This design comes from an exercise in tuning for small area, a short achievable clock period and few clock cycles per item on the open sky130 flow, not from production work.
RTL that was checked went through simulation tests only; none was proved equivalent to the original.

Design pagecode_dec, start of the top module:
module pagecode_dec (
  input  wire        clk,
  input  wire        rst,
  input  wire        in_valid,
  input  wire [7:0]  in_data,
  output reg         in_ready,
  output reg         out_valid,
  output reg         out_clean,
  output reg         out_poison,
  output reg         out_ok,
  output reg  [2:0]  out_count,
  output reg  [31:0] out_pos,
  output reg  [31:0] out_val
);
For scale: roughly 2400 cells after synthesis, ~390 flip-flops, about 83 I/O pins.
clock: 12.0 ns
lec_check: 0
cap_margin: 20
core_margin: 2
core_utilization: 40
slew_margin: 20
standard.sh (not shown) runs the stock make flow with config.mk's settings and CLKGATE_MAP_FILE= SYNTH_SCRIPT=/design/flow/synth_recipe.tcl, a recipe that flattens the netlist after the stock synthesis.
==> flow/flow/run.sh <==
#!/bin/bash
# The standard layout, with ORFS's repair_timing aiming at a setup slack
# margin of 8.5 ns, and buf_2 cells as the port buffers (the SDC, clock period
# and all other settings unchanged).
set -euo pipefail
export SETUP_SLACK_MARGIN=8.5
export BUFFER_PORTS_ARGS="-buffer_cell sky130_fd_sc_hd__buf_2"
bash standard.sh > standard_flow.log 2>&1
The baseline completed with no timing, DRC or antenna violations.
Rerun with:
--- a/flow/design.v
+++ b/flow/design.v
@@ -102,25 +102,27 @@
   reg  [7:0] cnt;               
   reg  [7:0] syn [0:7];
   wire first = (cnt == 8'd0);
   wire last  = (cnt == 8'd135);
   wire take  = in_valid && in_ready;
   wire load  = vin && last;
   reg [7:0] syn_nx [0:7];
   always @(*) begin
     for (i = 0; i < 8; i = i + 1)
       syn_nx[i] = (first ? 8'h00 : gf_mul(syn[i], 8'h01 << i)) ^ din;
   end
   wire [7:0] cnt_nx = vin ? (last ? 8'd0 : cnt + 8'd1) : cnt;
-  wire       last_nx = take ? (cnt_nx == 8'd134) : (cnt_nx == 8'd135);
+  wire       c134    = vin ? (cnt == 8'd133) : (cnt == 8'd134);
+  wire       c135    = vin ? (cnt == 8'd134) : last;
+  wire       last_nx = take ? c134 : c135;
   always @(posedge clk) begin
     din <= in_data;
     if (rst) begin
       vin <= 1'b0;
       cnt <= 8'd0;
     end else begin
       vin <= take;
       cnt <= cnt_nx;
     end
     if (vin)
       for (i = 0; i < 8; i = i + 1)
         syn[i] <= syn_nx[i];
@@ -202,25 +204,26 @@
     if (load) st_nx = D_F;
   end
   always @(posedge clk) begin
     if (rst) begin
       st        <= D_IDLE;
       fin_d     <= 1'b0;
       out_valid <= 1'b0;
       in_ready  <= 1'b1;
     end else begin
       st        <= st_nx;
       fin_d     <= (st == D_FIN);
       out_valid <= fin_d;
-      in_ready  <= !last_nx || (st_nx == D_IDLE) || (st_nx == D_FIN);
+      in_ready  <= !last_nx || (st == D_IDLE && !load) || (st == D_FIN) ||
+                   (st == D_DRN && !pa && !pb);
     end
   end
   always @(posedge clk) begin
     ih <= gf_inv1(iv);
     case (st)
       D_F: begin
         if (r == 3'd0) begin
           clean_f <= s_zero;
           pois_f  <= s_pois;
           lam[0]  <= ma;
           if (!d_nz) begin
             bs[0] <= 8'h00;
@@ -326,49 +329,48 @@
     pc <= pb;
     if (pa) begin
       ovr <= dacc;
       sb  <= sa;
     end
     if (pb) begin
       ma <= ovr;
       mb <= i2;
       sc <= sb;
     end
     if (pc)
       S[3'd4 + sc] <= p;
-    if (st == D_FIN) begin
-      out_clean  <= clean_f;
-      out_poison <= pois_f;
-      out_ok     <= clean_f || ok_dec;
-      out_count  <= ok_dec ? L : 3'd0;
+    if (st == D_FIN)
       for (i = 0; i < 4; i = i + 1)
         if (!(ok_dec && i < L)) begin
           S[i]     <= 8'h00;
           S[i + 4] <= 8'h00;
         end
-    end
     if (load) begin
       for (i = 0; i < 8; i = i + 1)
         S[i] <= syn_nx[i];
       for (i = 0; i < 4; i = i + 1) begin
         lam[i] <= 8'h00;
         bs[i]  <= (i == 0) ? 8'h01 : 8'h00;
       end
       binv  <= 8'h01;
       ma    <= syn_nx[0];
       iv    <= syn_nx[0];
       sx    <= 3'd0;
       L     <= 3'd0;
       r     <= 3'd0;
       fail  <= 1'b0;
       hid   <= 1'b0;
       pa    <= 1'b0;
       pb    <= 1'b0;
       pc    <= 1'b0;
       nroot <= 3'd0;
     end
   end
   always @(posedge clk) begin
-    out_pos <= {S[3], S[2], S[1], S[0]};
-    out_val <= {S[7], S[6], S[5], S[4]};
+    out_pos    <= {S[3], S[2], S[1], S[0]};
+    out_val    <= {S[7], S[6], S[5], S[4]};
+    out_clean  <= clean_f;
+    out_poison <= pois_f;
+    out_ok     <= clean_f || ok_dec;
+    out_count  <= ok_dec ? L : 3'd0;
   end
 endmodule
What happened:
- routed wire length went down by 2.0%
- cell count went up by 1.1%
- synthesized cell count went up by 0.67%
- via count went down by 0.50%
- count of clock-buffer cells in the layout went down by 5
- final area hardly moves
- core utilization barely changes
- area after synthesis went down by 0.40%
- global-route usage went down by 0.73 points
- non-clock buffer count went up by 24
Testbench counts after the change, summed over its fixed seeds: cycles 53,187, items 384.
For the first run of this note, only the layout was checked, not whether the RTL still works.

-- separate check: timing with driven ports --
The flow's constraints put no driver on any port. The routed layouts listed below were extracted and timed again, unchanged, in two steps.
Step 1, drivers: a clkbuf_16 drives clk and a buf_2 each remaining input, both assumed.
Step 2 times the ports against the registers' clock, not the clock port: input delays grow and output delays shrink by t, the midpoint of the rising clock arrivals with the driver on.
Slacks: ideal / step 1 / step 2; pairs: ideal / step 1.
run	shift t [ns]	setup WS [ns]	hold slack, ns	worst setup path after step 2	worst slew at a driven data input, ns
the first run	0.673	8.422 / 8.366 / 8.542	0.419 / 0.419 / 0.419	register to register	0.03
the second run	0.653	8.523 / 8.470 / 8.635	0.422 / 0.422 / 0.422	register to register	0.06
After both steps setup and hold are still met in every run listed.
